This design comes from an exercise in tuning for small area and a short achievable clock period on the open sky130 flow, not from production work. RTL that was checked went through simulation tests only; none was proved equivalent to the original. The RTL of runs 2 and 3 was laid out without a check of its function. Power is estimated from default activity; no workload was simulated.

### run.sh
#!/bin/bash
# synth_recipe.tcl (not shown) runs the flow's synth.tcl, then flattens the netlist and writes it again
# the make line also repeats each setting of config.mk as NAME=value (left out here)
make -C /OpenROAD-flow-scripts/flow DESIGN_CONFIG=/design/flow/config.mk WORK_HOME=/design/flow/orfs CLKGATE_MAP_FILE= SYNTH_SCRIPT=/design/flow/synth_recipe.tcl finish
### design.v
module cic_decim (
    input  wire               clk,
    input  wire               rst,         
    input  wire               restart,     
    input  wire [2:0]         cfg_order,   
    input  wire [5:0]         cfg_shift,   
    input  wire [20:0]        cfg_ratio,   
    input  wire               in_valid,
    input  wire signed [23:0] in_data,
    input  wire               in_sat,
    output reg                out_valid,
    output reg  signed [23:0] out_data,
    output reg                out_sat
);
    localparam W = 88;
    reg         clr_r, v_r, sat_r;
    reg  [23:0] x_r;
    reg  [2:0]  order_c;
    reg  [5:0]  shift_c;
    reg  [20:0] ratio_c;
    always @(posedge clk) begin
        clr_r <= rst | restart;
        v_r   <= in_valid;
        sat_r <= in_sat;
        x_r   <= in_data;
        if (rst | restart) begin
            order_c <= cfg_order;
            shift_c <= cfg_shift;
            ratio_c <= cfg_ratio;
        end
    end
    wire       bypass = (ratio_c == 21'd1);
    wire [2:0] n_eff  = bypass ? 3'd0 : order_c;
    wire [5:0] s_eff  = bypass ? 6'd0 : shift_c;
    wire [5:1] pass_now;           
    genvar gk;
    generate
        for (gk = 1; gk <= 5; gk = gk + 1) begin : g_pass
            assign pass_now[gk] = (n_eff < gk);
        end
    endgenerate
    reg  [5:1] cl_pass  [1:9];
    reg  [5:0] cl_shift [1:9];
    reg  [22:0] span;              
    integer d;
    always @(posedge clk) begin
        cl_pass[1]  <= pass_now;
        cl_shift[1] <= s_eff;
        for (d = 2; d <= 9; d = d + 1) begin
            cl_pass[d]  <= cl_pass[d-1];
            cl_shift[d] <= cl_shift[d-1];
        end
        span <= order_c * (ratio_c - 21'd1);
    end
    reg  [20:0] pcnt;       
    reg  [22:0] satcnt;     
    wire last_in = (pcnt == ratio_c);
    wire strobe0 = v_r & last_in;
    wire win_sat = sat_r | (satcnt != 23'd0);
    always @(posedge clk) begin
        if (clr_r) begin
            pcnt   <= 21'd1;
            satcnt <= 23'd0;
        end else if (v_r) begin
            pcnt <= last_in ? 21'd1 : pcnt + 21'd1;
            if (sat_r)
                satcnt <= span;
            else if (satcnt != 23'd0)
                satcnt <= satcnt - 23'd1;
        end
    end
    reg  [4:0] vd;
    reg  [8:0] cd;
    reg  [8:1] sb, ss;
    always @(posedge clk) begin
        vd <= {vd[3:0], v_r};
        cd <= {cd[7:0], clr_r};
        ss <= {ss[7:1], win_sat};
        if (rst) sb <= 8'd0;
        else     sb <= {sb[7:1], strobe0};
    end
    wire [8:0] clr_d = {cd[7:0], clr_r};    
    wire [4:0] v_d   = {vd[3:0], v_r};
    reg  [W-1:0] integ [1:5];
    wire [W-1:0] x_ext = {{(W-24){x_r[23]}}, x_r};
    wire [W-1:0] isum  [1:5];
    generate
        for (gk = 1; gk <= 5; gk = gk + 1) begin : g_int
            wire kill = clr_d[gk-1] | cl_pass[gk][gk];
            wire [W-1:0] fb  = kill ? {W{1'b0}} : integ[gk];
            wire [W-1:0] src = (gk == 1) ? x_ext : integ[gk-1];
            wire [W-1:0] add = v_d[gk-1] ? src : {W{1'b0}};
            bk_add #(.N(W)) u_add (.a(fb), .b(add), .ci(1'b0), .s(isum[gk]));
            always @(posedge clk) integ[gk] <= isum[gk];
        end
    endgenerate
    reg  [W-1:0] dly1, dly2, dly3, dly4, dly5;
    reg  [W-1:0] tq, yv;
    wire         ph_b = sb[6] & ~cl_pass[7][1];
    wire [W-1:0] xa = ph_b ? tq   : integ[5];
    wire [W-1:0] xb = ph_b ? dly3 : dly1;
    wire [W-1:0] yb = ph_b ? dly4 : dly2;
    wire [W-1:0] cx, cy, cz;
    bk_add #(.N(W)) u_cx (.a(xa), .b(~xb),   .ci(1'b1), .s(cx));
    bk_add #(.N(W)) u_cy (.a(cx), .b(~yb),   .ci(1'b1), .s(cy));
    bk_add #(.N(W)) u_cz (.a(tq), .b(~dly5), .ci(1'b1), .s(cz));
    wire [5:1] act_a = ~cl_pass[6];
    wire [5:1] act_b = ~cl_pass[7];
    wire [5:1] act_c = ~cl_pass[8];
    always @(posedge clk) begin
        tq <= cy;
        yv <= cz;
        if (clr_d[5]) begin
            dly1 <= {W{1'b0}};
            dly2 <= {W{1'b0}};
        end else if (sb[5]) begin
            if (act_a[1]) dly1 <= integ[5];
            if (act_a[2]) dly2 <= cx;
        end
        if (clr_d[6]) begin
            dly3 <= {W{1'b0}};
            dly4 <= {W{1'b0}};
        end else if (sb[6]) begin
            if (act_b[3]) dly3 <= tq;
            if (act_b[4]) dly4 <= cx;
        end
        if (clr_d[6]) begin
            dly5 <= {W{1'b0}};
        end else if (sb[7]) begin
            if (act_c[5]) dly5 <= tq;
        end
    end
    wire        byp_out = sb[7] & cl_pass[8][1];
    wire        o_val   = byp_out | (sb[8] & ~cl_pass[9][1]);
    wire        o_sat   = byp_out ? ss[7] : ss[8];
    wire [5:0]  sh      = byp_out ? 6'd0 : cl_shift[9];
    wire [W:0] z0 = {yv, 1'b0};
    wire [W:0] z1 = sh[5] ? {32'd0, z0[W:32]} : z0;
    wire       s1 = sh[5] & (|z0[31:0]);
    wire [W:0] z2 = sh[4] ? {16'd0, z1[W:16]} : z1;
    wire       s2 = s1 | (sh[4] & (|z1[15:0]));
    wire [W:0] z3 = sh[3] ? {8'd0, z2[W:8]} : z2;
    wire       s3 = s2 | (sh[3] & (|z2[7:0]));
    wire [W:0] z4 = sh[2] ? {4'd0, z3[W:4]} : z3;
    wire       s4 = s3 | (sh[2] & (|z3[3:0]));
    wire [W:0] z5 = sh[1] ? {2'd0, z4[W:2]} : z4;
    wire       s5 = s4 | (sh[1] & (|z4[1:0]));
    wire [W:0] z6 = sh[0] ? {1'd0, z5[W:1]} : z5;
    wire       sticky = s5 | (sh[0] & z5[0]);
    wire [23:0] qf    = z6[24:1];           
    wire        guard = z6[0];
    wire        sign  = yv[W-1];
    reg  [62:0] hi_mask;
    integer i;
    always @(*) begin
        for (i = 0; i < 63; i = i + 1)
            hi_mask[i] = (i >= sh);
    end
    wire hi_ne  = |((yv[W-2:24] ^ {63{sign}}) & hi_mask);
    wire rup    = guard & (sticky | qf[0]);
    wire lo_ones = &qf[22:0];
    wire sat_hi = ~sign & (hi_ne | qf[23] | (lo_ones & rup));
    wire sat_lo =  sign & (hi_ne | (~qf[23] & ~(lo_ones & rup)));
    wire [23:0] qr = qf + {23'd0, rup};
    always @(posedge clk) begin
        if (rst) begin
            out_valid <= 1'b0;
            out_data  <= 24'sd0;
            out_sat   <= 1'b0;
        end else begin
            out_valid <= o_val;
            if (o_val) begin
                if (sat_hi) begin
                    out_data <= 24'h7fffff;
                    out_sat  <= 1'b1;
                end else if (sat_lo) begin
                    out_data <= 24'h800000;
                    out_sat  <= 1'b1;
                end else begin
                    out_data <= qr;
                    out_sat  <= o_sat;
                end
            end
        end
    end
endmodule
module bk_add #(parameter N = 88) (
    input  wire [N-1:0] a,
    input  wire [N-1:0] b,
    input  wire         ci,
    output wire [N-1:0] s
);
    localparam L = (N > 64) ? 7 : (N > 32) ? 6 : (N > 16) ? 5 : (N > 8) ? 4 : (N > 4) ? 3 : (N > 2) ? 2 : 1;
    wire [N-1:0] p = a ^ b;
    wire [N-1:0] g0 = (a & b);
    wire [N-1:0] gl [0:2*L];
    wire [N-1:0] pl [0:2*L];
    assign gl[0] = {g0[N-1:1], g0[0] | (p[0] & ci)};
    assign pl[0] = p;
    genvar l, j;
    generate
        for (l = 0; l < L; l = l + 1) begin : g_up
            for (j = 0; j < N; j = j + 1) begin : g_b
                if ((j % (2 << l)) == ((2 << l) - 1) && j >= (1 << l)) begin : g_n
                    assign gl[l+1][j] = gl[l][j] | (pl[l][j] & gl[l][j - (1 << l)]);
                    assign pl[l+1][j] = pl[l][j] & pl[l][j - (1 << l)];
                end else begin : g_p
                    assign gl[l+1][j] = gl[l][j];
                    assign pl[l+1][j] = pl[l][j];
                end
            end
        end
        for (l = L - 2; l >= 0; l = l - 1) begin : g_dn
            for (j = 0; j < N; j = j + 1) begin : g_b
                if ((j % (2 << l)) == ((1 << l) * 3 - 1) % (2 << l) && j >= (3 << l) - 1) begin : g_n
                    assign gl[2*L-1-l][j] = gl[2*L-2-l][j] | (pl[2*L-2-l][j] & gl[2*L-2-l][j - (1 << l)]);
                    assign pl[2*L-1-l][j] = pl[2*L-2-l][j];
                end else begin : g_p
                    assign gl[2*L-1-l][j] = gl[2*L-2-l][j];
                    assign pl[2*L-1-l][j] = pl[2*L-2-l][j];
                end
            end
        end
    endgenerate
    wire [N-1:0] c = gl[2*L-1];           
    assign s = p ^ {c[N-2:0], ci};
endmodule
### constraint.sdc
create_clock -name core_clock -period 16.5 [get_ports {clk}]
set_input_delay 3.3000 -clock core_clock [delete_from_list [all_inputs] [get_ports {clk}]]
set_output_delay 3.3000 -clock core_clock [all_outputs]
set_load 0.01 [all_outputs]
### config.mk
export PLATFORM = sky130hd
export DESIGN_NAME = cic_decim
export DESIGN_NICKNAME = cic_decim
export VERILOG_FILES = /design/flow/design.v
export SDC_FILE = /design/flow/constraint.sdc
export NUM_CORES = 4
export LEC_CHECK = 0
export CAP_MARGIN = 20
export CORE_MARGIN = 2
export CORE_UTILIZATION = 40
export SLEW_MARGIN = 20
==> results of run 1 <==
## critical path, delay by kind of cell (launching register included)
family          cells  cell delay [ps]
buf+inv             4             1990
fa+ha+maj           4             1520
mux                 1              420
simple gates        5             1240
flops               1              420
xor+xnor            1              290
compound gates     15             3620
## stage by stage
stage               total power, mW  hold WS [ps]  cell area (µm²)  worst slack (ps)
floorplan                      6.61           310            80800              9160
global placement               7.65           310            83900              7060
detailed placement             7.76           312            83900              6850
CTS                            11.4           324            89200              6810
global route                   12.0           327            89200              6100
finish                         11.3           323            89200              6750
## cell usage in the layout (no fill, tap or decap), types with 159 or more instances in the layout
cell,netlist,final
o21ai_0,266,266
fa_1,373,373
inv_1,463,463
nand2_1,1078,1078
nor2_1,291,286
mux2i_1,267,267
and2_1,832,830
xnor2_1,159,159
a21o_1,435,435
dfxtp_1,1293,1285
a21oi_1,681,681
xor2_1,287,287
ha_1,707,707
## final cells by class
class                      count  share of cell area
multi-input combinational   6604               0.568
sequential                  1323               0.300
clock buffer                 211              0.0486
tap                         2656              0.0372
inverter                     466              0.0196
timing repair buffer         143              0.0145
clock inverter                68              0.0115
antenna                        1           0.0000280
## kinds of logic (layout without fill, tap and decap cells)
logic type,Yosys count,count (layout)
simple gates,2762,2762
compound gates,1963,1963
flops,1323,1323
fa+ha+maj,1082,1082
buf+inv,858,888
xor+xnor,446,446
mux,351,351
other cells,0,1
## sequential cells by signal, summed over array words and instances (netlist names), 3 cells and up
| register | count |
|---|---|
| ss | 8 |
| dly4 | 88 |
| pcnt | 21 |
| dly5 | 88 |
| cl_shift | 54 |
| vd | 4 |
| dly3 | 88 |
| dly2 | 88 |
| cd | 6 |
| cl_pass | 37 |
| satcnt | 23 |
| span | 23 |
| x_r | 24 |
| shift_c | 6 |
| yv | 88 |
| sb | 8 |
| out_data | 24 |
| order_c | 3 |
| tq | 88 |
| ratio_c | 21 |
| integ | 440 |
| dly1 | 88 |
## power by group
| group | switching, mW | internal (mW) | total (mW) |
|---|---|---|---|
| combinational | 1.99 | 1.54 | 3.53 |
| sequential | 0.583 | 3.63 | 4.21 |
| clock | 1.41 | 2.17 | 3.57 |
| total | 3.98 | 7.33 | 11.3 |
## how the worst max path moves through the flow
stage	from	endpoint
after floorplan	sb[6]$_SDFF_PP0_	tq[86]$_DFF_P_
after global placement	sb[6]$_SDFF_PP0_	tq[86]$_DFF_P_
after detailed placement	sb[6]$_SDFF_PP0_	tq[86]$_DFF_P_
after CTS	sb[6]$_SDFF_PP0_	tq[86]$_DFF_P_
after global routing	sb[6]$_SDFF_PP0_	tq[63]$_DFF_P_
final	sb[6]$_SDFF_PP0_	tq[86]$_DFF_P_
## per-layer routing
metal  vias up  global-route usage  share of wire
met1     28500               0.268           0.49
li1      30000                   -              -
met4         2              0.0628          0.032
met3       367              0.0268          0.044
met2      1197               0.305           0.44
met5         -                   0       0.000071
==> metrics.md, run 1 <==
| Metric | Value |
|---|---|
| Status | `timing/DRC/antenna clean` |
| Maximum VDD drop | `0.103 mV` |
| Peak per-stage delay on the critical path | `940 ps` |
| Register-to-register setup slack | `6750 ps` |
| Synth warnings | `8` |
| Number of sinks on the clock net | `1323` |
| CTS resizes | `0` |
| Port Buffers | `84` |
| Max-cap violations | `0` |
| Most common cell in the netlist | `dfxtp_1` |
| Initial antenna violation count | `3` |
| Drt wl/cell | `17.3 µm` |
| Final HPWL DP | `147000 µm` |
| Final setup skew | `26.8 ps` |
| Largest net degree at the start of global routing | `127` |
| Most used flip-flop cell after synthesis | `dfxtp_1` |
| Synthesized area | `80800 µm²` |
| CTS root buf | `clkbuf_16` |
| Worst skew pair latency | `790 ps` |
| First-iteration detailed-routing DRC count | `3444` |
| First-pass GRT wire length | `324000 µm` |
| Min-delay src | `cl_pass[5][4]$_DFF_P_` |
| Io pins | `85` |
| Post-synthesis simple-gate area fraction | `0.171` |
| Yosys top cell by area | `dfxtp_1` |
| Core area | `200000 µm²` |
| Non-Filler Instances | `11500` |
| Gr ovfl total | `0` |
| Max Clk Rate | `0.103 GHz` |
| Via density per instance | `5.24` |
| Synth top cells by count | `dfxtp_1 (1293), nand2_1 (1078), and2_1 (832)` |
| Hold path cells | `0` |
| Reg2reg end | `tq[86]$_DFF_P_` |
| Layout Nets | `9829` |
| Total global-route track usage | `0.192` |
| Fin. max-slew vios | `0` |
| Avg Cell Area, Syn | `9.20 µm²` |
| Die width | `453 µm` |
| Fin crit share | `0.591` |
| Final Setup Violations | `0` |
| Worst path required time | `17170 ps` |
| Post-synth top area share | `0.320` |
| Crit end category | `flop` |
| Post-Route Utilization | `0.446` |
| Placed insts | `11200` |
| Worst slew pin tran | `1090 ps` |
| Cts hold-fix bufs | `0` |
| Number of global-route vias before repair | `60300` |
| Drc violations | `0` |
| Register Area | `26800 µm²` |
| Yosys cell types | `102` |
| Detail Route Antenna Nets | `0` |
| Synth top area cells | `dfxtp_1 (32%), ha_1 (11%), fa_1 (9.2%)` |
| Rel. slew slack | `0.272` |
| Pwr dens | `127 nW/µm²` |
| Via count | `60100` |
| Syn Nets | `9924` |
| CTS Buffer Depth | `3` |
| Hold Path Sink | `cl_pass[6][4]$_DFF_P_` |
| Fill count | `19200` |
| Post-synthesis mux area share | `0.0474` |
| Final Hold Viols | `0` |
| DR pass1 iterations | `6` |
| # Post-CTS Setup Buffers | `0` |
| Die area | `206000 µm²` |
| Detailed Route WL | `198000 µm` |
| Sequential share of the synthesized area | `0.332` |
| Critical path startpoint category | `flop` |
| Critical R2R Launch | `sb[6]$_SDFF_PP0_` |
| Largest family of logic cells by synthesized area | `adder cells` |
| Number of synthesized flops with an enable pin | `30` |
| DIE HEIGHT | `453 µm` |
| Final worst path period need | `9750 ps` |
| Crit-path slowest cell | `buf_4` |
| Multi-input logic area | `50700 µm²` |
| CTS buffer count | `152` |
| Adder-Cell Fraction of Synth Area | `0.202` |
| Initial Util | `0.403` |
| Compound-Gate Fraction of Synth Area | `0.157` |
| P_leak | `42.9 nW` |
| Synth Instances | `8785` |
| Async set or reset register ratio after synthesis | `0` |
| Post-Synth XOR/XNOR Area | `0.0484` |
| Worst-path clk slew | `60 ps` |
| Synthesized flop and latch total | `1323` |
| RSZ-0062 raised after global routing | `no` |
| Crit Path Class | `flop to flop` |
| Worst Hold Class | `flop to flop` |
| Arrival @ worst endpoint | `10420 ps` |
| Area grow syn2layout | `10.5%` |
| Routability Congestion | `0.946` |
| Layout cells sized above 1 | `0.0571` |
| Std cell rows | `164` |
| H-tree lvl count | `4` |
| Reg2reg path depth | `30` |
| Setup TNS | `0 ps` |
| CTS tree | `done` |
| Highest fanout seen on the critical path | `87` |
==> run 2, diff against run 1 <==
--- a/design.v
+++ b/design.v
@@ -73,8 +73,13 @@
     reg  [8:0] cd;
     reg  [8:1] sb, ss;
+    reg  [7:1] sf;          
+    reg        out_seen;    
     always @(posedge clk) begin
         vd <= {vd[3:0], v_r};
         cd <= {cd[7:0], clr_r};
         ss <= {ss[7:1], win_sat};
+        sf <= {sf[6:1], ~out_seen};
+        if (clr_r)        out_seen <= 1'b0;
+        else if (strobe0) out_seen <= 1'b1;
         if (rst) sb <= 8'd0;
         else     sb <= {sb[7:1], strobe0};
@@ -98,36 +103,28 @@
     reg  [W-1:0] tq, yv;
     wire         ph_b = sb[6] & ~cl_pass[7][1];
-    wire [W-1:0] xa = ph_b ? tq   : integ[5];
-    wire [W-1:0] xb = ph_b ? dly3 : dly1;
-    wire [W-1:0] yb = ph_b ? dly4 : dly2;
+    wire [5:1] use_a = ~cl_pass[6] & {5{~sf[5]}};
+    wire [5:1] use_b = ~cl_pass[7] & {5{~sf[6]}};
+    wire       use_z = sb[7] & ~cl_pass[8][5] & ~sf[7];
+    wire         e1 = ~ph_b & use_a[1], e3 = ph_b & use_b[3];
+    wire         e2 = ~ph_b & use_a[2], e4 = ph_b & use_b[4];
+    wire [W-1:0] xa = ph_b ? tq : integ[5];
+    wire [W-1:0] xb = ({W{e1}} & dly1) | ({W{e3}} & dly3);
+    wire [W-1:0] yb = ({W{e2}} & dly2) | ({W{e4}} & dly4);
+    wire [W-1:0] zb = {W{use_z}} & dly5;
     wire [W-1:0] cx, cy, cz;
-    bk_add #(.N(W)) u_cx (.a(xa), .b(~xb),   .ci(1'b1), .s(cx));
-    bk_add #(.N(W)) u_cy (.a(cx), .b(~yb),   .ci(1'b1), .s(cy));
-    bk_add #(.N(W)) u_cz (.a(tq), .b(~dly5), .ci(1'b1), .s(cz));
-    wire [5:1] act_a = ~cl_pass[6];
-    wire [5:1] act_b = ~cl_pass[7];
-    wire [5:1] act_c = ~cl_pass[8];
+    bk_add #(.N(W)) u_cx (.a(xa), .b(~xb), .ci(1'b1), .s(cx));
+    wire [W-1:0] nxb = ~xb, nyb = ~yb;
+    wire [W-1:0] cs_s = xa ^ nxb ^ nyb;
+    wire [W-1:0] cs_m = (xa & nxb) | (xa & nyb) | (nxb & nyb);
+    bk_add #(.N(W)) u_cy (.a(cs_s), .b({cs_m[W-2:0], 1'b1}), .ci(1'b1), .s(cy));
+    bk_add #(.N(W)) u_cz (.a(tq), .b(~zb), .ci(1'b1), .s(cz));
     always @(posedge clk) begin
         tq <= cy;
         yv <= cz;
-        if (clr_d[5]) begin
-            dly1 <= {W{1'b0}};
-            dly2 <= {W{1'b0}};
-        end else if (sb[5]) begin
-            if (act_a[1]) dly1 <= integ[5];
-            if (act_a[2]) dly2 <= cx;
-        end
-        if (clr_d[6]) begin
-            dly3 <= {W{1'b0}};
-            dly4 <= {W{1'b0}};
-        end else if (sb[6]) begin
-            if (act_b[3]) dly3 <= tq;
-            if (act_b[4]) dly4 <= cx;
-        end
-        if (clr_d[6]) begin
-            dly5 <= {W{1'b0}};
-        end else if (sb[7]) begin
-            if (act_c[5]) dly5 <= tq;
-        end
+        if (sb[5] & ~cl_pass[6][1]) dly1 <= integ[5];
+        if (sb[5] & ~cl_pass[6][2]) dly2 <= cx;
+        if (sb[6] & ~cl_pass[7][3]) dly3 <= tq;
+        if (sb[6] & ~cl_pass[7][4]) dly4 <= cx;
+        if (sb[7] & ~cl_pass[8][5]) dly5 <= tq;
     end
     wire        byp_out = sb[7] & cl_pass[8][1];
==> run 2 against run 1 <==
Hold slack worse by 2.7 ps. Via count down 5.4%. Utilization up 0.16 points. Synthesized area up 0.99%. Clock-buffer cell count down 14. Fmax up 21%. Die area up 0.97%. Clock skew up 17 ps. Clock power about the same. Sequential power up 7.4%. Worst setup slack better by 1700 ps. Critical path type unchanged. Highest routed layer is now met4.
==> metrics.md, run 2 <==
| Metric | Value |
|---|---|
| Final HPWL DP | `152000 µm (+3.8%)` |
| Rel. slew slack | `0.311 (+0.0393)` |
| Switch Pwr | `3.68 mW (-7.6%)` |
| First-pass GRT wire length | `326000 µm (+0.61%)` |
| Layout Nets | `9151 (-6.9%)` |
| Sequential share of the synthesized area | `0.384 (+0.0522)` |
| Synth warnings | `8 (unchanged)` |
| Number of synthesized flops with an enable pin | `470 (+1500%)` |
| H-tree lvl count | `4 (unchanged)` |
| Final setup skew | `43.4 ps (+16.7 ps)` |
| GR met2 Demand/Resource | `0.312 (+0.00718)` |
| Largest register by flop count | `integ` |
| CTS resizes | `0 (unchanged)` |
| Drc violations | `0 (unchanged)` |
| Peak per-stage delay on the critical path | `830 ps (-110 ps)` |
| Detail Route Antenna Nets | `0 (unchanged)` |
| Io pins | `85 (unchanged)` |
| Sequence of cells on the critical path | `nor2b_4 > buf_4 > nor3_2 > buf_4 > buf_4 > a22oi_1 > fa_1 > ha_1 > nand4_1 > or2_2 > nor4_1 > nand2_1 > or2_2 > o32ai_1 > a21oi_1 > o31ai_1 > a41o_1 > a41oi_1 > a211oi_1 > a31o_2 > fa_1 > xor2_1 > xnor2_1 > xnor2_1` |
| # Post-CTS Setup Buffers | `0 (unchanged)` |
| Std cell rows | `165 (+0.61%)` |
| Fill count | `18900 (-1.5%)` |
| Maximum VDD drop | `0.113 mV (+9.8%)` |
| CTS buffer count | `158 (+3.9%)` |
| Critical path startpoint category | `flop` |
| Synthesized area | `81600 µm² (+0.99%)` |
| DR pass1 iterations | `6 (unchanged)` |
| Clock share of power | `0.328 (+0.012)` |
| Max-cap violations | `0 (unchanged)` |
| Post-Route Utilization | `0.447 (+0.00162)` |
| Gr ovfl total | `0 (unchanged)` |
| Switching part of the total | `0.338 (-0.0138)` |
| Post-synth top area share | `0.211 (-0.110)` |
| Gr busiest metal | `met2` |
| Port Buffers | `84 (unchanged)` |
| Status | `timing/DRC/antenna clean` |
| Crit-path slowest cell | `o32ai_1` |
| Cell family with most CP delay | `compound AO/OA/AOI/OAI gates` |
| Via count | `56800 (-5.4%)` |
| Number of global-route vias before repair | `58000 (-3.9%)` |
| Pwr dens | `120 nW/µm² (-5.2%)` |
| Synth Instances | `7890 (-10%)` |
| Async set or reset register ratio after synthesis | `0 (unchanged)` |
| Commonest non-fill, non-tap cell in the layout | `dfxtp_1` |
| Area grow syn2layout | `11.0%` |
| Detailed Route WL | `205000 µm (+3.4%)` |
| Commonest non-fill, non-tap cells in the layout | `dfxtp_1 (853), and2_1 (843), ha_1 (708), inv_1 (593), nand2_1 (590)` |
| RSZ-0062 raised after global routing | `no` |
| Layout cells sized above 1 | `0.0581 (+0.00102)` |
| Syn Nets | `9116 (-8.1%)` |
| Yosys top cell by area | `dfxtp_1` |
| Worst Hold Class | `flop to flop` |
| Max reg flops | `440 (unchanged)` |
| Worst path required time | `17220 ps (+50 ps)` |
| First-iteration detailed-routing DRC count | `3870 (+12%)` |
| Most common cell in the netlist | `dfxtp_1` |
| Worst skew pair latency | `800 ps (about the same)` |
| Yosys cell types | `96 (-5.9%)` |
| Synth top cells by count | `dfxtp_1 (859), and2_1 (844), ha_1 (708)` |
| Initial antenna violation count | `10 (+7)` |
| Post-Layout Inst Area | `90600 µm² (+1.5%)` |
| CTS Buffer Depth | `3 (unchanged)` |
| Via density per instance | `5.30 (+1.1%)` |
| Crit Path Class | `flop to flop` |
| Total global-route track usage | `0.196 (+0.00339)` |
| Post-synthesis mux area share | `0.0182 (-0.0292)` |
| Internal | `7.20 mW (-1.8%)` |
| Post-Synth XOR/XNOR Area | `0.0487 (+0.000387)` |
| CTS root buf | `clkbuf_16` |
| Gate power share | `0.257 (-0.055)` |
| Initial Util | `0.403 (-0.000559)` |
| Number of sinks on the clock net | `1329 (+0.45%)` |
| Worst-path clk slew | `60 ps (about the same)` |
| Routability Congestion | `0.913 (-3.5%)` |
| Worst slew pin tran | `1010 ps (-85.0 ps)` |
| Final worst path period need | `8080 ps (-1670 ps)` |
| P_leak | `42.9 nW (about the same)` |
| Die width | `456 µm (+0.49%)` |
| DIE HEIGHT | `456 µm (+0.49%)` |
| Setup TNS | `0 ps (unchanged)` |
| Placement Cell Area | `85200 µm² (+1.6%)` |
| CP most frequent cell | `buf_4` |
| Seq pwr share | `0.415 (+0.043)` |
| Cts hold-fix bufs | `0 (unchanged)` |
| Arrival @ worst endpoint | `8800 ps (-1620 ps)` |
| Final Setup Violations | `0 (unchanged)` |
| Global Route met1 Usage | `0.268 (about the same)` |
| Highest fanout seen on the critical path | `50 (-43%)` |
| Fin. max-slew vios | `0 (unchanged)` |
| Most used flip-flop cell after synthesis | `dfxtp_1` |
| Avg Cell Area, Syn | `10.3 µm² (+12%)` |
| Compound-Gate Fraction of Synth Area | `0.143 (-0.0138)` |
| CTS tree | `done` |
| Post-synthesis simple-gate area fraction | `0.143 (-0.0281)` |
| Max Clk Rate | `0.124 GHz (+21%)` |
| Adder-Cell Fraction of Synth Area | `0.221 (+0.0190)` |
| Crit end category | `flop` |
| Drt wl/cell | `19.1 µm (+11%)` |
| Largest family of logic cells by synthesized area | `adder cells` |
| Die area | `208000 µm² (+0.97%)` |
| Grt met3 use | `0.0306 (+0.00373)` |
| Core area | `203000 µm² (+1.1%)` |
| WP buf/inv | `3 (-1)` |
| Synthesized flop and latch total | `1329 (+0.45%)` |
| Largest net degree at the start of global routing | `90 (-29%)` |
| Fin crit share | `0.490 (-0.101)` |
| Final Hold Viols | `0 (unchanged)` |
| Synth top area cells | `dfxtp_1 (21%), edfxtp_1 (17%), fa_1 (11%)` |
run 2: changes by cell type after synthesis, sizes merged, moves of 126 or more:
cell | previous run | this run
inv | 464 | 593
nand2 | 1078 | 591
dfxtp | 1293 | 859
mux2i | 267 | 87
a22o | 5 | 131
edfxtp | 30 | 470
a21oi | 681 | 418
run 2: area by class of cell:
type | count | area [µm²] | share of cell area
antenna | 2 | 5.00 | 0.0000553
sequential | 1329 | 31300 | 0.346
clock buffer | 197 | 4270 | 0.0472
clock inverter | 96 | 1050 | 0.0116
multi-input combinational | 5690 | 47000 | 0.519
inverter | 593 | 2230 | 0.0246
timing repair buffer | 153 | 1360 | 0.0150
tap | 2672 | 3340 | 0.0369
run 2: worst paths after layout:
| kind | depth (start not counted) | end | start | slack (ps) |
|---|---|---|---|---|
| max | 24 | tq[87]$_DFF_P_ | cl_pass[7][1]$_DFF_P_ | 8420 |
| min | 0 | ss[6]$_DFF_P_ | ss[5]$_DFF_P_ | 320 |
| max reg2reg | 24 | tq[87]$_DFF_P_ | cl_pass[7][1]$_DFF_P_ | 8420 |
| min reg2reg | 0 | ss[6]$_DFF_P_ | ss[5]$_DFF_P_ | 320 |
run 2: per-layer routing:
| metal | routed length, µm | vias to the layer above |
|---|---|---|
| met5 | 0 | - |
| met4 | 7500 | 0 |
| met1 | 94700 | 27400 |
| met2 | 91000 | 1393 |
| met3 | 11500 | 414 |
| li1 | - | 27600 |
run 2: kinds of logic (layout without fill, tap and decap cells):
logic type / after synthesis / after routing
buffers and inverters: 871 / 1039
other: 0 / 2
AO/OA/AOI/OAI: 1731 / 1731
AND/OR/NAND/NOR: 2213 / 2213
flip-flops: 1329 / 1329
XOR/XNOR: 454 / 454
adder cells (fa/ha/maj): 1167 / 1167
multiplexers: 125 / 125
run 2: power by group through the flow:
stage / sequential, mW / combinational [mW] / clock, mW
after floorplan: 4.18 / 2.10 / 0
after global placement: 4.56 / 2.73 / 0
after detailed placement: 4.56 / 2.78 / 0
after CTS: 4.49 / 2.80 / 3.66
after global routing: 4.54 / 3.17 / 3.79
final: 4.52 / 2.80 / 3.57
run 2: per-stage QoR:
step | setup slack, ps | hold slack (ps) | power (mW) | cells
2_1_floorplan | 6530 | 310 | 6.28 | 7890
3_3_place_gp | 8670 | 310 | 7.29 | 10400
3_5_place_dp | 8480 | 312 | 7.35 | 10400
4_1_cts | 8440 | 321 | 11.0 | 10700
5_1_grt | 7910 | 326 | 11.5 | 10700
6_report | 8420 | 320 | 10.9 | 10700
==> run 3, diff against run 2 <==
--- a/design.v
+++ b/design.v
@@ -87,4 +87,12 @@
     wire [8:0] clr_d = {cd[7:0], clr_r};    
     wire [4:0] v_d   = {vd[3:0], v_r};
+    reg  [5:1] kill_r;      
+    always @(posedge clk) begin
+        kill_r[1] <= rst | restart | pass_now[1];
+        kill_r[2] <= clr_d[0] | cl_pass[1][2];
+        kill_r[3] <= clr_d[1] | cl_pass[2][3];
+        kill_r[4] <= clr_d[2] | cl_pass[3][4];
+        kill_r[5] <= clr_d[3] | cl_pass[4][5];
+    end
     reg  [W-1:0] integ [1:5];
     wire [W-1:0] x_ext = {{(W-24){x_r[23]}}, x_r};
@@ -92,5 +100,5 @@
     generate
         for (gk = 1; gk <= 5; gk = gk + 1) begin : g_int
-            wire kill = clr_d[gk-1] | cl_pass[gk][gk];
+            wire kill = kill_r[gk];
             wire [W-1:0] fb  = kill ? {W{1'b0}} : integ[gk];
             wire [W-1:0] src = (gk == 1) ? x_ext : integ[gk-1];
@@ -102,10 +110,18 @@
     reg  [W-1:0] dly1, dly2, dly3, dly4, dly5;
     reg  [W-1:0] tq, yv;
-    wire         ph_b = sb[6] & ~cl_pass[7][1];
-    wire [5:1] use_a = ~cl_pass[6] & {5{~sf[5]}};
-    wire [5:1] use_b = ~cl_pass[7] & {5{~sf[6]}};
-    wire       use_z = sb[7] & ~cl_pass[8][5] & ~sf[7];
-    wire         e1 = ~ph_b & use_a[1], e3 = ph_b & use_b[3];
-    wire         e2 = ~ph_b & use_a[2], e4 = ph_b & use_b[4];
+    reg ph_b, e1, e2, e3, e4, use_z, ld1, ld2, ld3, ld4, ld5;
+    always @(posedge clk) begin
+        ph_b  <= sb[5] & ~cl_pass[6][1];
+        e1    <= ~(sb[5] & ~cl_pass[6][1]) & ~cl_pass[5][1] & ~sf[4];
+        e2    <= ~(sb[5] & ~cl_pass[6][1]) & ~cl_pass[5][2] & ~sf[4];
+        e3    <=  (sb[5] & ~cl_pass[6][1]) & ~cl_pass[6][3] & ~sf[5];
+        e4    <=  (sb[5] & ~cl_pass[6][1]) & ~cl_pass[6][4] & ~sf[5];
+        use_z <= sb[6] & ~cl_pass[7][5] & ~sf[6];
+        ld1   <= sb[4] & ~cl_pass[5][1];
+        ld2   <= sb[4] & ~cl_pass[5][2];
+        ld3   <= sb[5] & ~cl_pass[6][3];
+        ld4   <= sb[5] & ~cl_pass[6][4];
+        ld5   <= sb[6] & ~cl_pass[7][5];
+    end
     wire [W-1:0] xa = ph_b ? tq : integ[5];
     wire [W-1:0] xb = ({W{e1}} & dly1) | ({W{e3}} & dly3);
@@ -122,14 +138,18 @@
         tq <= cy;
         yv <= cz;
-        if (sb[5] & ~cl_pass[6][1]) dly1 <= integ[5];
-        if (sb[5] & ~cl_pass[6][2]) dly2 <= cx;
-        if (sb[6] & ~cl_pass[7][3]) dly3 <= tq;
-        if (sb[6] & ~cl_pass[7][4]) dly4 <= cx;
-        if (sb[7] & ~cl_pass[8][5]) dly5 <= tq;
-    end
-    wire        byp_out = sb[7] & cl_pass[8][1];
-    wire        o_val   = byp_out | (sb[8] & ~cl_pass[9][1]);
-    wire        o_sat   = byp_out ? ss[7] : ss[8];
-    wire [5:0]  sh      = byp_out ? 6'd0 : cl_shift[9];
+        if (ld1) dly1 <= integ[5];
+        if (ld2) dly2 <= cx;
+        if (ld3) dly3 <= tq;
+        if (ld4) dly4 <= cx;
+        if (ld5) dly5 <= tq;
+    end
+    reg         o_val, o_sat;
+    reg  [5:0]  sh;
+    wire        byp_nx = sb[6] & cl_pass[7][1];
+    always @(posedge clk) begin
+        o_val <= byp_nx | (sb[7] & ~cl_pass[8][1]);
+        o_sat <= byp_nx ? ss[6] : ss[7];
+        sh    <= byp_nx ? 6'd0 : cl_shift[8];
+    end
     wire [W:0] z0 = {yv, 1'b0};
     wire [W:0] z1 = sh[5] ? {32'd0, z0[W:32]} : z0;
==> flow/run.sh (new file) <==
#!/bin/bash
# The standard layout (the standard.sh: ORFS synthesis to final layout),
# with ORFS's timing repair aiming at a setup slack of 11 ns on the design's
# own clock and constraints, so that the layout is sized and buffered for a
# short achieved period. The make output goes to standard_make.log.
set -euo pipefail
bash standard.sh SETUP_SLACK_MARGIN=11 finish > standard_make.log 2>&1
==> standard.sh (new file) <==
#!/bin/bash
# synth_recipe.tcl (not shown) runs the flow's synth.tcl, then flattens the netlist and writes it again
# the make line also repeats each setting of config.mk as NAME=value (left out here)
make -C /OpenROAD-flow-scripts/flow DESIGN_CONFIG=/design/flow/config.mk WORK_HOME=/design/flow/orfs CLKGATE_MAP_FILE= SYNTH_SCRIPT=/design/flow/synth_recipe.tcl "${@:-finish}"
removed: run.sh
==> run 3 against run 2 <==
Clock-buffer cell count up 5. Final area up 0.23%. First-iteration DRC count down 6.8%. Power up 0.29%. Sequential share of layout area up 0.18 points. Register-to-register slack better by 2700 ps. Flip-flop and latch count up 9. Utilization up 0.29 points. Final cell count down 3.6%. Hold slack worse by 3.1 ps. Critical path type unchanged. Critical endpoint unchanged.
==> metrics.md, run 3 <==
| Metric | Value |
|---|---|
| Worst skew pair latency | `800 ps (about the same)` |
| Gate power share | `0.261 (+0.004)` |
| Register-to-register setup slack | `11080 ps (+2660 ps)` |
| Post-Synth XOR/XNOR Area | `0.0505 (+0.00175)` |
| Sequential share of the synthesized area | `0.389 (+0.00495)` |
| Yosys top cell by area | `dfxtp_1` |
| Highest fanout seen on the critical path | `29 (-42%)` |
| Status | `timing/DRC/antenna clean` |
| Power, Total | `10.9 mW (+0.29%)` |
| Synth top cells by count | `dfxtp_1 (868), ha_1 (708), inv_1 (552)` |
| Most used flip-flop cell after synthesis | `dfxtp_1` |
| Worst-path clk slew | `60 ps (about the same)` |
| First-iteration detailed-routing DRC count | `3605 (-6.8%)` |
| Final worst path period need | `5420 ps (-2660 ps)` |
| Non-Filler Instances | `10300 (-3.6%)` |
| Yosys cell types | `92 (-4.2%)` |
| Placement Cell Area | `84400 µm² (-0.94%)` |
| Critical path startpoint category | `flop` |
| First-pass GRT wire length | `304000 µm (-6.7%)` |
| Io pins | `85 (unchanged)` |
| Largest family of logic cells by synthesized area | `adder cells` |
| Routability Congestion | `0.915 (+0.18%)` |
| Post-Route Utilization | `0.450 (+0.00285)` |
| Avg Cell Area, Syn | `10.9 µm² (+5.0%)` |
| Grt met3 use | `0.0275 (-0.00307)` |
| Maximum VDD drop | `0.109 mV (-2.8%)` |
| DR pass1 iterations | `5 (-1)` |
| Reg2reg end | `tq[87]$_DFF_P_` |
| Gr busiest metal | `met2` |
| Final Setup Violations | `0 (unchanged)` |
| Final HPWL DP | `139000 µm (-8.8%)` |
| Max Clk Rate | `0.184 GHz (+49%)` |
| Most common cell in the netlist | `dfxtp_1` |
| H-tree lvl count | `4 (unchanged)` |
| Placed insts | `10000 (-4.1%)` |
| Gr ovfl total | `0 (unchanged)` |
| Switching part of the total | `0.329 (-0.00953)` |
| P_leak | `41.9 nW (-2.2%)` |
| Number of synthesized flops with an enable pin | `470 (unchanged)` |
| Detailed Route WL | `192000 µm (-6.4%)` |
| Post-Layout Inst Area | `90800 µm² (+0.23%)` |
| Area grow syn2layout | `12.1%` |
| Clock share of power | `0.324 (-0.004)` |
| Global Route met1 Usage | `0.260 (-0.00804)` |
| CTS tree | `done` |
| Setup ws final | `11080 ps (+2660 ps)` |
| Die width | `454 µm (-0.35%)` |
| CTS root buf | `clkbuf_16` |
| Synthesized area | `81000 µm² (-0.70%)` |
| Worst Hold Class | `flop to flop` |
| Total global-route track usage | `0.185 (-0.0109)` |
| CTS buffer count | `156 (-1.3%)` |
| Synthesized flop and latch total | `1338 (+0.68%)` |
| Drt wl/cell | `18.5 µm (-2.9%)` |
| Synth Instances | `7458 (-5.5%)` |
| Crit Path Class | `flop to flop` |
| Reg2reg path depth | `21 (-13%)` |
| Via density per instance | `5.24 (-1.0%)` |
| Fin crit share | `0.329 (-0.161)` |
| Largest net degree at the start of global routing | `90 (unchanged)` |
| Std cell rows | `165 (unchanged)` |
| Post-synthesis simple-gate area fraction | `0.134 (-0.00858)` |
| Detail Route Antenna Nets | `0 (unchanged)` |
| Largest register by flop count | `integ` |
| Adder-Cell Fraction of Synth Area | `0.223 (+0.00169)` |
| Number of sinks on the clock net | `1338 (+0.68%)` |
| Worst slack at placement | `9150 ps (+676 ps)` |
| Max-cap violations | `0 (unchanged)` |
| Hold Path Sink | `cl_pass[3][4]$_DFF_P_` |
| Synth top area cells | `dfxtp_1 (21%), edfxtp_1 (17%), fa_1 (11%)` |
| Critical R2R Launch | `e1$_DFF_P_` |
| Final setup skew | `28.6 ps (-14.8 ps)` |
| Crit end category | `flop` |
| Post-synth top area share | `0.215 (+0.00372)` |
| Layout Nets | `8763 (-4.2%)` |
| Cts hold-fix bufs | `0 (unchanged)` |
| Final Hold Viols | `0 (unchanged)` |
| Worst path required time | `17210 ps (about the same)` |
| GR met2 Demand/Resource | `0.292 (-0.0193)` |
| Worst slew pin tran | `1270 ps (+260 ps)` |
| Seq pwr share | `0.414 (about the same)` |
| Initial antenna violation count | `6 (-4)` |
| Compound-Gate Fraction of Synth Area | `0.124 (-0.0189)` |
| Syn Nets | `8684 (-4.7%)` |
| Post-synthesis mux area share | `0.0403 (+0.0221)` |
| Pwr dens | `120 nW/µm² (about the same)` |
| Min-delay src | `cl_pass[2][4]$_DFF_P_` |
| Via count | `54200 (-4.6%)` |
| Hold path cells | `0 (unchanged)` |
| Commonest non-fill, non-tap cells in the layout | `dfxtp_1 (844), ha_1 (708), inv_1 (552), nor2b_1 (474), edfxtp_1 (470)` |
| DIE HEIGHT | `454 µm (-0.35%)` |
| Setup TNS | `0 ps (unchanged)` |
| Arrival @ worst endpoint | `6130 ps (-2670 ps)` |
| Synth warnings | `8 (unchanged)` |
| Async set or reset register ratio after synthesis | `0 (unchanged)` |
| Die area | `206000 µm² (-0.70%)` |
| Max reg flops | `440 (unchanged)` |
| Min Hold Slack | `317 ps (-3.06 ps)` |
| Switch Pwr | `3.59 mW (-2.5%)` |
| Rel. slew slack | `0.148 (-0.163)` |
| RSZ-0062 raised after global routing | `yes` |
| Internal | `7.32 mW (+1.7%)` |
| Core area | `202000 µm² (-0.41%)` |
| Number of global-route vias before repair | `55400 (-4.4%)` |
| Initial Util | `0.402 (-0.00120)` |
| Commonest non-fill, non-tap cell in the layout | `dfxtp_1` |
| CTS Buffer Depth | `3 (unchanged)` |
| Layout cells sized above 1 | `0.0781 (+0.0200)` |
| Fin. max-slew vios | `0 (unchanged)` |
| Port Buffers | `84 (unchanged)` |
| Drc violations | `0 (unchanged)` |
run 3: changes by cell type after synthesis, moves of 55 or more:
cell / previous run / this run
mux4_2: 15 / 70
nor2b_1: 45 / 474
a21oi_1: 415 / 297
nand2_1: 590 / 419
o21ai_0: 275 / 214
and2_1: 844 / 416
run 3: power groups by stage:
stage	Sequential (mW)	Combinational, mW	Clock (mW)
floorplan	4.20	2.21	0
global placement	4.56	2.73	0
detailed placement	4.56	2.80	0
CTS	4.50	2.84	3.64
global route	4.54	3.23	3.77
finish	4.52	2.85	3.54
run 3: worst max path at each step:
stage            startpoint              to  slack (ps)  cells past startpoint
4_1_cts        ph_b$_DFF_P_  tq[87]$_DFF_P_       10840                     19
3_3_place_gp   ph_b$_DFF_P_  tq[87]$_DFF_P_        9220                     20
3_5_place_dp   ph_b$_DFF_P_  tq[87]$_DFF_P_        9150                     20
5_1_grt          e1$_DFF_P_  tq[87]$_DFF_P_       10830                     21
6_report         e1$_DFF_P_  tq[87]$_DFF_P_       11080                     21
2_1_floorplan  ph_b$_DFF_P_  tq[87]$_DFF_P_       11000                     23
run 3: cell type report:
type                    instances  area [µm²]
repair buffers                158        1900
diodes                          1        2.50
flip-flops and latches       1338       31600
clock inverters                89         963
well taps                    2672        3340
clock buffers                 202        4320
fillers                     18600      111000
multi-input cells            5327       46600
inverters                     556        2090
run 3: repair_timing:
action                                  4_1_cts  5_1_grt
pin swaps                                     5        8
endpoints found under the setup margin      179       42
cloned                                        6        3
setup buffers                                16       15
endpoints found under the hold margin         0        0
gates resized for setup                      56       39
run 3: kinds of logic after synthesis:
| family | count (synthesis) |
|---|---|
| AO/OA/AOI/OAI | 1475 |
| XOR/XNOR | 467 |
| adder cells (fa/ha/maj) | 1168 |
| buffers and inverters | 794 |
| flip-flops | 1338 |
| multiplexers | 221 |
| AND/OR/NAND/NOR | 1995 |
run 3: per-layer routing:
layer / vias up / routed length, µm
li1: 26300 / -
met1: 26400 / 91700
met2: 1193 / 84600
met3: 315 / 9950
met4: 0 / 5360
met5: - / 0
run 3: critical path, cell delays in order, from the launching register on:
cell and delay (ps):
dfxtp_4 470, buf_16 240, a22o_1 270, fa_1 560, inv_1 60, ha_1 300
nand2_1 140, o21ai_0 140, a221oi_2 360, a21oi_1 160, o21ai_2 280, o22ai_2 200
a21oi_4 280, o41ai_4 120, a211oi_2 250, a21oi_1 150, a41oi_2 270, a21oi_1 120
fa_1 380, xor2_1 180, xnor2_1 190, xnor2_1 150
==> run 4, diff against run 3 <==
--- a/design.v
+++ b/design.v
@@ -72,26 +72,30 @@
     reg  [4:0] vd;
     reg  [8:0] cd;
-    reg  [8:1] sb, ss;
-    reg  [7:1] sf;          
+    reg  [7:1] sb, ss;
+    reg  [6:1] sf;
     reg        out_seen;    
     always @(posedge clk) begin
         vd <= {vd[3:0], v_r};
         cd <= {cd[7:0], clr_r};
-        ss <= {ss[7:1], win_sat};
-        sf <= {sf[6:1], ~out_seen};
+        ss <= {ss[6:1], win_sat};
+        sf <= {sf[5:1], ~out_seen};
         if (clr_r)        out_seen <= 1'b0;
         else if (strobe0) out_seen <= 1'b1;
-        if (rst) sb <= 8'd0;
-        else     sb <= {sb[7:1], strobe0};
+        if (rst) sb <= 7'd0;
+        else     sb <= {sb[6:1], strobe0};
     end
     wire [8:0] clr_d = {cd[7:0], clr_r};    
     wire [4:0] v_d   = {vd[3:0], v_r};
-    reg  [5:1] kill_r;      
-    always @(posedge clk) begin
-        kill_r[1] <= rst | restart | pass_now[1];
-        kill_r[2] <= clr_d[0] | cl_pass[1][2];
-        kill_r[3] <= clr_d[1] | cl_pass[2][3];
-        kill_r[4] <= clr_d[2] | cl_pass[3][4];
-        kill_r[5] <= clr_d[3] | cl_pass[4][5];
+    wire [7:0] sb_d  = {sb, strobe0};        
+    function is_last(input [5:1] pass, input integer k);
+        is_last = ~pass[k] & ((k == 5) | pass[(k == 5) ? 5 : k + 1]);
+    endfunction
+    reg  [5:1] kill_r;
+    always @(posedge clk) begin
+        kill_r[1] <= rst | restart | pass_now[1] | (strobe0 & is_last(pass_now, 1));
+        kill_r[2] <= clr_d[0] | cl_pass[1][2] | (sb_d[1] & is_last(cl_pass[1], 2));
+        kill_r[3] <= clr_d[1] | cl_pass[2][3] | (sb_d[2] & is_last(cl_pass[2], 3));
+        kill_r[4] <= clr_d[2] | cl_pass[3][4] | (sb_d[3] & is_last(cl_pass[3], 4));
+        kill_r[5] <= clr_d[3] | cl_pass[4][5] | (sb_d[4] & is_last(cl_pass[4], 5));
     end
     reg  [W-1:0] integ [1:5];
@@ -108,25 +112,23 @@
         end
     endgenerate
-    reg  [W-1:0] dly1, dly2, dly3, dly4, dly5;
-    reg  [W-1:0] tq, yv;
-    reg ph_b, e1, e2, e3, e4, use_z, ld1, ld2, ld3, ld4, ld5;
-    always @(posedge clk) begin
-        ph_b  <= sb[5] & ~cl_pass[6][1];
-        e1    <= ~(sb[5] & ~cl_pass[6][1]) & ~cl_pass[5][1] & ~sf[4];
-        e2    <= ~(sb[5] & ~cl_pass[6][1]) & ~cl_pass[5][2] & ~sf[4];
-        e3    <=  (sb[5] & ~cl_pass[6][1]) & ~cl_pass[6][3] & ~sf[5];
-        e4    <=  (sb[5] & ~cl_pass[6][1]) & ~cl_pass[6][4] & ~sf[5];
-        use_z <= sb[6] & ~cl_pass[7][5] & ~sf[6];
-        ld1   <= sb[4] & ~cl_pass[5][1];
-        ld2   <= sb[4] & ~cl_pass[5][2];
-        ld3   <= sb[5] & ~cl_pass[6][3];
-        ld4   <= sb[5] & ~cl_pass[6][4];
-        ld5   <= sb[6] & ~cl_pass[7][5];
+    reg  [W-1:0] dly2, dly3, dly4, dly5;
+    reg  [W-1:0] tq;
+    reg ph_b, e2, e3, e4, e5, ld2, ld3, ld4, ld5;
+    wire phb_nx = sb[5] & ~cl_pass[6][1];
+    always @(posedge clk) begin
+        ph_b <= phb_nx;
+        e2   <= ~phb_nx & ~cl_pass[5][2] & ~sf[4];
+        e3   <= ~phb_nx & ~cl_pass[5][3] & ~sf[4];
+        e4   <=  phb_nx & ~cl_pass[6][4] & ~sf[5];
+        e5   <=  phb_nx & ~cl_pass[6][5] & ~sf[5];
+        ld2  <= sb[4] & ~cl_pass[5][2];
+        ld3  <= sb[4] & ~cl_pass[5][3];
+        ld4  <= phb_nx & ~cl_pass[6][4];
+        ld5  <= phb_nx & ~cl_pass[6][5];
     end
     wire [W-1:0] xa = ph_b ? tq : integ[5];
-    wire [W-1:0] xb = ({W{e1}} & dly1) | ({W{e3}} & dly3);
-    wire [W-1:0] yb = ({W{e2}} & dly2) | ({W{e4}} & dly4);
-    wire [W-1:0] zb = {W{use_z}} & dly5;
-    wire [W-1:0] cx, cy, cz;
+    wire [W-1:0] xb = ({W{e2}} & dly2) | ({W{e4}} & dly4);
+    wire [W-1:0] yb = ({W{e3}} & dly3) | ({W{e5}} & dly5);
+    wire [W-1:0] cx, cy;
     bk_add #(.N(W)) u_cx (.a(xa), .b(~xb), .ci(1'b1), .s(cx));
     wire [W-1:0] nxb = ~xb, nyb = ~yb;
@@ -134,22 +136,20 @@
     wire [W-1:0] cs_m = (xa & nxb) | (xa & nyb) | (nxb & nyb);
     bk_add #(.N(W)) u_cy (.a(cs_s), .b({cs_m[W-2:0], 1'b1}), .ci(1'b1), .s(cy));
-    bk_add #(.N(W)) u_cz (.a(tq), .b(~zb), .ci(1'b1), .s(cz));
     always @(posedge clk) begin
         tq <= cy;
-        yv <= cz;
-        if (ld1) dly1 <= integ[5];
-        if (ld2) dly2 <= cx;
-        if (ld3) dly3 <= tq;
-        if (ld4) dly4 <= cx;
-        if (ld5) dly5 <= tq;
+        if (ld2) dly2 <= integ[5];
+        if (ld3) dly3 <= cx;
+        if (ld4) dly4 <= tq;
+        if (ld5) dly5 <= cx;
     end
     reg         o_val, o_sat;
     reg  [5:0]  sh;
-    wire        byp_nx = sb[6] & cl_pass[7][1];
-    always @(posedge clk) begin
-        o_val <= byp_nx | (sb[7] & ~cl_pass[8][1]);
-        o_sat <= byp_nx ? ss[6] : ss[7];
-        sh    <= byp_nx ? 6'd0 : cl_shift[8];
-    end
+    wire        byp_nx = sb[5] & cl_pass[6][1];
+    always @(posedge clk) begin
+        o_val <= ~rst & (byp_nx | (sb[6] & ~cl_pass[7][1]));
+        o_sat <= byp_nx ? ss[5] : ss[6];
+        sh    <= byp_nx ? 6'd0 : cl_shift[7];
+    end
+    wire [W-1:0] yv = tq;
     wire [W:0] z0 = {yv, 1'b0};
     wire [W:0] z1 = sh[5] ? {32'd0, z0[W:32]} : z0;
==> run 4 against run 3 <==
Utilization is essentially flat. Clock power shrank 14%. Clock-buffer cell count shrank 18. Non-clock buffer count grew 1. Flip-flop and latch count shrank 190. Synthesized area shrank 11%. Sequential share of layout area shrank 1.4 points. Final area shrank 11%. Sequential power shrank 17%. Critical path type unchanged.
==> metrics.md, run 4 <==
| Metric | Value |
|---|---|
| Detailed Route WL | `169000 µm (-12%)` |
| P_leak | `37.7 nW (-10%)` |
| Post-Layout Inst Area | `80500 µm² (-11%)` |
| H-tree lvl count | `4 (unchanged)` |
| CTS Buffer Depth | `3 (unchanged)` |
| Arrival @ worst endpoint | `5810 ps (-320 ps)` |
| Via count | `48700 (-10%)` |
| Reg2reg path depth | `20 (-4.8%)` |
| Worst skew pair latency | `800 ps (about the same)` |
| Commonest non-fill, non-tap cell in the layout | `dfxtp_1` |
| Synth top area cells | `dfxtp_1 (21%), edfxtp_1 (16%), fa_1 (12%)` |
| Port Buffers | `84 (unchanged)` |
| Async set or reset register ratio after synthesis | `0 (unchanged)` |
| Synth top cells by count | `dfxtp_1 (766), ha_1 (623), nor2b_1 (469)` |
| Worst-path clk slew | `60 ps (about the same)` |
| First-pass GRT wire length | `272000 µm (-11%)` |
| Min-delay src | `cl_shift[1][1]$_SDFF_PP0_` |
| Commonest non-fill, non-tap cells in the layout | `dfxtp_1 (742), ha_1 (623), nor2b_1 (469), inv_1 (421), fa_1 (415)` |
| CTS buffer count | `133 (-15%)` |
| Syn Nets | `7802 (-10%)` |
| Final Setup Violations | `0 (unchanged)` |
| Routability Congestion | `0.905 (-1.0%)` |
| Initial Util | `0.403 (+0.00114)` |
| Largest net degree at the start of global routing | `90 (unchanged)` |
| Critical path startpoint category | `flop` |
| Number of global-route vias before repair | `49700 (-10%)` |
| Register-to-register setup slack | `11180 ps (+110 ps)` |
| Io pins | `85 (unchanged)` |
| Post-synth top area share | `0.213 (-0.00135)` |
| Area grow syn2layout | `11.9%` |
| Final setup skew | `46.3 ps (+17.7 ps)` |
| DIE HEIGHT | `428 µm (-5.7%)` |
| RSZ-0062 raised after global routing | `yes` |
| Die width | `428 µm (-5.7%)` |
| Yosys top cell by area | `dfxtp_1` |
| Pwr dens | `109 nW/µm² (-9.5%)` |
| Hold Path Sink | `cl_shift[2][1]$_DFF_P_` |
| Layout Nets | `7860 (-10%)` |
| Worst Hold Class | `flop to flop` |
| Synthesized area | `71900 µm² (-11%)` |
| Most common cell in the netlist | `dfxtp_1` |
| DR pass1 iterations | `6 (+1)` |
| Placement Cell Area | `75000 µm² (-11%)` |
| Die area | `183000 µm² (-11%)` |
| Detail Route Antenna Nets | `0 (unchanged)` |
| Crit end category | `flop` |
| Initial antenna violation count | `6 (unchanged)` |
| CTS tree | `done` |
| Largest register by flop count | `integ` |
| Avg Cell Area, Syn | `10.7 µm² (-1.2%)` |
| Maximum VDD drop | `0.0905 mV (-17%)` |
| Drt wl/cell | `18.3 µm (-1.5%)` |
| Rel. slew slack | `0.308 (+0.160)` |
| Most used flip-flop cell after synthesis | `dfxtp_1` |
| Final HPWL DP | `124000 µm (-11%)` |
| Fin crit share | `0.322 (-0.00657)` |
| Number of synthesized flops with an enable pin | `382 (-19%)` |
| Number of sinks on the clock net | `1148 (-14%)` |
| First-iteration detailed-routing DRC count | `3647 (+1.2%)` |
| Final Hold Viols | `0 (unchanged)` |
| Fin. max-slew vios | `0 (unchanged)` |
| Worst path required time | `17000 ps (-210 ps)` |
| Total global-route track usage | `0.183 (-0.00174)` |
| Reg2reg end | `dly3[86]$_DFFE_PP_` |
| Max Clk Rate | `0.188 GHz (+2.0%)` |
| Synthesized flop and latch total | `1148 (-14%)` |
| Status | `timing/DRC/antenna clean` |
| Post-Route Utilization | `0.451 (about the same)` |
| Critical R2R Launch | `ph_b$_DFF_P_` |
| Synth warnings | `8 (unchanged)` |
| Sequential share of the synthesized area | `0.373 (-0.0161)` |
| Yosys cell types | `90 (-2.2%)` |
| Core area | `179000 µm² (-11%)` |
| Max-cap violations | `0 (unchanged)` |
| Hold path cells | `0 (unchanged)` |
| Via density per instance | `5.27 (+0.53%)` |
| Worst slew pin tran | `1040 ps (-230 ps)` |
| Highest fanout seen on the critical path | `4 (-86%)` |
| Drc violations | `0 (unchanged)` |
| Max reg flops | `440 (unchanged)` |
| Synth Instances | `6705 (-10%)` |
| Final worst path period need | `5320 ps (-108 ps)` |
| Crit Path Class | `flop to flop` |
| Gr ovfl total | `0 (unchanged)` |
| Setup TNS | `0 ps (unchanged)` |
| Std cell rows | `155 (-6.1%)` |
| Layout cells sized above 1 | `0.0758 (-0.00231)` |
| CTS root buf | `clkbuf_16` |
==> run 4: cell types whose count changed after synthesis, moves of 17 or more <==
cell / change
fa_1: -44
dfxtp_1: -102
xnor2_1: -52
a211oi_1: -23
a22o_1: +22
inv_1: -131
mux4_2: -18
o21bai_1: -18
o21ai_2: -17
ha_1: -85
edfxtp_1: -88
a21o_1: -26
nand2_1: -92
==> run 4: per-layer routing <==
metal,GRT usage,up-vias,routed length (µm)
met1,0.262,23500,81300
met2,0.286,1112,73700
li1,-,23800,-
met5,0,-,0
met3,0.0250,308,8300
met4,0.0559,0,5150
==> run 4: logic make-up after synthesis <==
family,share of synthesized area
AO/OA/AOI/OAI,0.129
XOR/XNOR,0.0504
adder cells (fa/ha/maj),0.224
buffers and inverters,0.0371
flip-flops,0.373
multiplexers,0.0441
AND/OR/NAND/NOR,0.143
==> run 4: final cells by class <==
type / count / area, µm²
fillers: 16500 / 98100
well taps: 2355 / 2950
repair buffers: 159 / 1800
clock inverters: 63 / 751
clock buffers: 184 / 3770
flip-flops and latches: 1148 / 26900
inverters: 425 / 1600
multi-input cells: 4896 / 42700
diodes: 3 / 7.51
==> run 4: worst max path at each step <==
stage	from	endpoint	slack, ps	cells after the start
floorplan	ph_b$_DFF_P_	tq[87]$_DFF_P_	11170	22
global placement	e3$_DFF_P_	tq[87]$_DFF_P_	9270	21
detailed placement	e3$_DFF_P_	tq[87]$_DFF_P_	9160	21
CTS	e3$_DFF_P_	tq[54]$_DFF_P_	10840	19
global route	e4$_DFF_P_	dly3[86]$_DFFE_PP_	10880	18
finish	ph_b$_DFF_P_	dly3[86]$_DFFE_PP_	11180	20
==> run 4: report_power, final <==
part           leakage, nW  internal (mW)  switching, mW
clock                 2.21           1.78           1.25
combinational         25.5          0.912           1.08
sequential            9.96           3.28          0.458
total                 37.7           5.97           2.78
==> run 4: through the flow <==
step           hold WS [ps]  setup WS, ps  cells  power (mW)
2_1_floorplan           310         11170   6705        5.01
3_3_place_gp            310          9270   8949        5.64
3_5_place_dp            312          9160   8949        5.70
4_1_cts                 324         10840   9208        8.79
5_1_grt                 329         10880   9230        9.20
6_report                324         11180   9233        8.76
==> run 4: critical path: stages (launching register included) <==
cell and delay (ps):
dfxtp_4 360, buf_4 170, buf_12 130, mux2_2 250, inv_1 50, ha_1 180
inv_1 70, fa_1 250, a211oi_2 100, o21bai_2 310, o2111ai_2 180, a2111oi_2 570
o2111ai_2 260, a21oi_2 260, o31a_1 280, a221o_1 330, a21oi_2 130, o41ai_2 520
nand3_1 120, nand2_1 90, fa_1 430
==> run 4: repair_timing <==
item / 4_1_cts / 5_1_grt
setup endpoints to repair: 162 / 51
buffers inserted: 10 / 19
pin swaps: 4 / 10
hold endpoints to repair: 0 / 0
hold buffers: 0 / 0
cloned: 2 / 3
resized for setup: 55 / 50
==> run 5, diff against run 4 <==
==> flow/run.sh (replaced) <==
#!/bin/bash
# The standard layout (the standard.sh: ORFS synthesis to final layout),
# with ORFS's timing repair aiming at a setup slack of 11.7 ns on the design's
# own clock and constraints, so that the layout is sized and buffered for a
# short achieved period. The make output goes to standard_make.log.
set -euo pipefail
bash standard.sh SETUP_SLACK_MARGIN=11.7 finish > standard_make.log 2>&1
--- a/config.mk
+++ b/config.mk
@@ -9,3 +9,5 @@
 export CORE_MARGIN = 2
 export CORE_UTILIZATION = 40
+export CTS_CLUSTER_DIAMETER = 150
+export CTS_CLUSTER_SIZE = 22
 export SLEW_MARGIN = 20
==> run 5 against run 4 <==
Sequential share of layout area up 0.20 points. Combinational power up 7%. Synthesized area stayed put. Register-to-register slack improved by 420 ps. Worst setup slack gained 420 ps. Final area is 0.52% lower. Critical endpoint is now tq[87]$_DFF_P_.
==> metrics.md, run 5 <==
| Metric | Value |
|---|---|
| Status | `timing/DRC/antenna clean` |
| Maximum VDD drop | `0.0978 mV (+8.1%)` |
| Critical path startpoint category | `flop` |
| Syn Nets | `7802 (unchanged)` |
| First-iteration detailed-routing DRC count | `3319 (-9.0%)` |
| Commonest non-fill, non-tap cell in the layout | `dfxtp_1` |
| Fill count | `16500 (-0.054%)` |
| Met2 WL | `80200 µm (+8.7%)` |
| DR pass1 iterations | `6 (unchanged)` |
| Via count | `49100 (+0.86%)` |
| Synth Instances | `6705 (unchanged)` |
| Max-cap violations | `0 (unchanged)` |
| First-pass GRT wire length | `278000 µm (+2.3%)` |
| Crit end category | `flop` |
| Setup ws final | `11600 ps (+417 ps)` |
| Worst Hold Class | `flop to flop` |
| Final HPWL DP | `124000 µm (about the same)` |
| Most used flip-flop cell after synthesis | `dfxtp_1` |
| Detailed Route WL | `178000 µm (+5.4%)` |
| Worst-path clk slew | `90 ps (+30 ps)` |
| Yosys top cell by area | `dfxtp_1` |
| Avg Cell Area, Syn | `10.7 µm² (unchanged)` |
| Number of sinks on the clock net | `1148 (unchanged)` |
| Worst slack at placement | `9920 ps (+767 ps)` |
| Placement Cell Area | `75000 µm² (about the same)` |
| Routability Congestion | `0.877 (-3.1%)` |
| Number of global-route vias before repair | `49500 (-0.22%)` |
| Layout cells sized above 1 | `0.0893 (+0.0135)` |
| Pwr dens | `93.6 nW/µm² (-14%)` |
| Final Setup Violations | `0 (unchanged)` |
| Port Buffers | `84 (unchanged)` |
| Largest register by flop count | `integ` |
| CTS root buf | `clkbuf_16` |
| Yosys cell types | `90 (unchanged)` |
| Crit Path Class | `flop to flop` |
| Post-synth top area share | `0.213 (unchanged)` |
| Total global-route track usage | `0.188 (+0.00484)` |
| Initial antenna violation count | `3 (-3)` |
| Cts hold-fix bufs | `0 (unchanged)` |
| CTS Buffer Depth | `3 (unchanged)` |
| Synthesized flop and latch total | `1148 (unchanged)` |
| Min Hold Slack | `327 ps (+3.29 ps)` |
| Io pins | `85 (unchanged)` |
| H-tree lvl count | `2 (-2)` |
| Detail Route Antenna Nets | `0 (unchanged)` |
| Non-Filler Instances | `9170 (-0.68%)` |
| Number of synthesized flops with an enable pin | `382 (unchanged)` |
| Worst path required time | `17090 ps (+90 ps)` |
| Die width | `428 µm (unchanged)` |
| Worst slew pin tran | `939 ps (-98.5 ps)` |
| Commonest non-fill, non-tap cells in the layout | `dfxtp_1 (741), ha_1 (600), nor2b_1 (467), inv_1 (417), fa_1 (402)` |
| Synth warnings | `8 (unchanged)` |
| Synthesized area | `71900 µm² (unchanged)` |
| Final setup skew | `41.6 ps (-4.67 ps)` |
| Power, Total | `7.49 mW (-14%)` |
| Sequential share of the synthesized area | `0.373 (unchanged)` |
| Largest net degree at the start of global routing | `90 (unchanged)` |
| RSZ-0062 raised after global routing | `yes` |
| Gr ovfl total | `0 (unchanged)` |
| Most common cell in the netlist | `dfxtp_1` |
| Setup TNS | `0 ps (unchanged)` |
| Final Hold Viols | `0 (unchanged)` |
| Fin crit share | `0.297 (-0.0253)` |
| CTS buffer count | `58 (-56%)` |
| DIE HEIGHT | `428 µm (unchanged)` |
| Placed insts | `8948 (-0.011%)` |
| Layout Nets | `7874 (+0.18%)` |
| Die area | `183000 µm² (unchanged)` |
| Met1 wire length | `83300 µm (+2.5%)` |
| Drc violations | `0 (unchanged)` |
| Synth top area cells | `dfxtp_1 (21%), edfxtp_1 (16%), fa_1 (12%)` |
| P_leak | `37.3 nW (-0.94%)` |
| Highest routed layer | `met4` |
| Arrival @ worst endpoint | `5490 ps (-320 ps)` |
| Worst skew pair latency | `740 ps (-60 ps)` |
| Area grow syn2layout | `11.3%` |
| Final worst path period need | `4900 ps (-417 ps)` |
| Post-Route Utilization | `0.448 (-0.00233)` |
| Std cell rows | `155 (unchanged)` |
| Rel. slew slack | `0.374 (+0.0656)` |
| Synth top cells by count | `dfxtp_1 (766), ha_1 (623), nor2b_1 (469)` |
| Register-to-register setup slack | `11600 ps (+420 ps)` |
| Post-Layout Inst Area | `80100 µm² (-0.52%)` |
| Met3 WL | `9020 µm (+8.6%)` |
| Via density per instance | `5.35 (+1.6%)` |
| CTS tree | `done` |
| Async set or reset register ratio after synthesis | `0 (unchanged)` |
| Highest fanout seen on the critical path | `7 (+3)` |
| Core area | `179000 µm² (unchanged)` |
| Initial Util | `0.403 (unchanged)` |
| Max Clk Rate | `0.204 GHz (+8.5%)` |
| Drt wl/cell | `19.4 µm (+6.1%)` |
| Max reg flops | `440 (unchanged)` |
| Fin. max-slew vios | `0 (unchanged)` |
==> run 5: cell count changes in the layout (fill, tap and decap cells not counted), moves of 21 or more <==
cell,before,now
clkbuf_16,138,67
buf_4,47,98
mux2i_1,83,60
ha_1,623,600
clkbuf_8,21,0
dlygate4sd2_1,0,26
clkdlybuf4s50_1,84,58
==> run 5: path summary, 6_finish.rpt <==
check	endpoint	startpoint	cells past startpoint
setup / recovery	tq[87]$_DFF_P_	ph_b$_DFF_P_	23
hold / removal	cl_pass[3][1]$_DFF_P_	cl_pass[2][1]$_DFF_P_	0
setup reg to reg	tq[87]$_DFF_P_	ph_b$_DFF_P_	23
hold reg to reg	cl_pass[3][1]$_DFF_P_	cl_pass[2][1]$_DFF_P_	0
==> run 5: critical path, stage by stage, from the launching register on <==
cell and delay, ps:
dfxtp_4 380, buf_12 160, buf_12 130, buf_16 150, buf_4 140, mux2i_2 160
fa_1 600, inv_1 50, ha_1 300, a21o_1 170, a21oi_2 210, o21ai_2 100
a21oi_2 250, o21ai_2 90, a221oi_2 330, o21ai_4 150, o2bb2ai_4 220, o41ai_4 90
a41oi_2 210, a21oi_2 90, fa_2 340, xor2_1 150, xnor2_1 130, xnor2_1 140
==> run 5: final cells by class <==
class / count / area, µm² / area share
Antenna cell: 3 / 7.51 / 0.0000938
Sequential cell: 1148 / 26900 / 0.336
Tap cell: 2355 / 2950 / 0.0368
Clock inverter: 6 / 80.1 / 0.00100
Multi-Input combinational cell: 4896 / 43800 / 0.547
Inverter: 425 / 1600 / 0.0200
Timing Repair Buffer: 248 / 3170 / 0.0395
Clock buffer: 89 / 1570 / 0.0196
==> run 5: cell families after synthesis <==
| group | Yosys count | share of synthesized area |
|---|---|---|
| buffers and inverters | 662 | 0.0371 |
| AO/OA/AOI/OAI | 1360 | 0.129 |
| adder cells (fa/ha/maj) | 1038 | 0.224 |
| flip-flops | 1148 | 0.373 |
| multiplexers | 216 | 0.0441 |
| AND/OR/NAND/NOR | 1867 | 0.143 |
| XOR/XNOR | 414 | 0.0504 |
==> run 5: power by group <==
group / switching, mW / leakage [nW] / internal, mW / total, mW
registers: 0.462 / 9.97 / 3.28 / 3.74
logic: 1.14 / 26.6 / 0.989 / 2.13
clock network: 0.957 / 0.788 / 0.664 / 1.62
total: 2.56 / 37.3 / 4.93 / 7.49
==> run 5: routing by layer <==
layer / vias to the layer above / global-route usage
met2: 1113 / 0.303
met5: - / 0
met1: 24000 / 0.267
met3: 257 / 0.0230
li1: 23700 / -
met4: 0 / 0.0450
==> run 5: timing repair <==
| action | in CTS | in global routing |
|---|---|---|
| setup buffers | 64 | 32 |
| gates resized for setup | 196 | 175 |
| hold endpoints to repair | 0 | 0 |
| cloned | 19 | 9 |
| pin swaps | 38 | 75 |
| endpoints found under the setup margin | 375 | 122 |

Re-timed with assumed drivers on the ports (clkbuf_16 on the clock, buf_2 on other inputs), run 5 has 11.601 ns of setup slack against 11.601 ns with ideal ports, and 11.333 ns once port delays also move by the mid clock arrival of 0.801 ns.
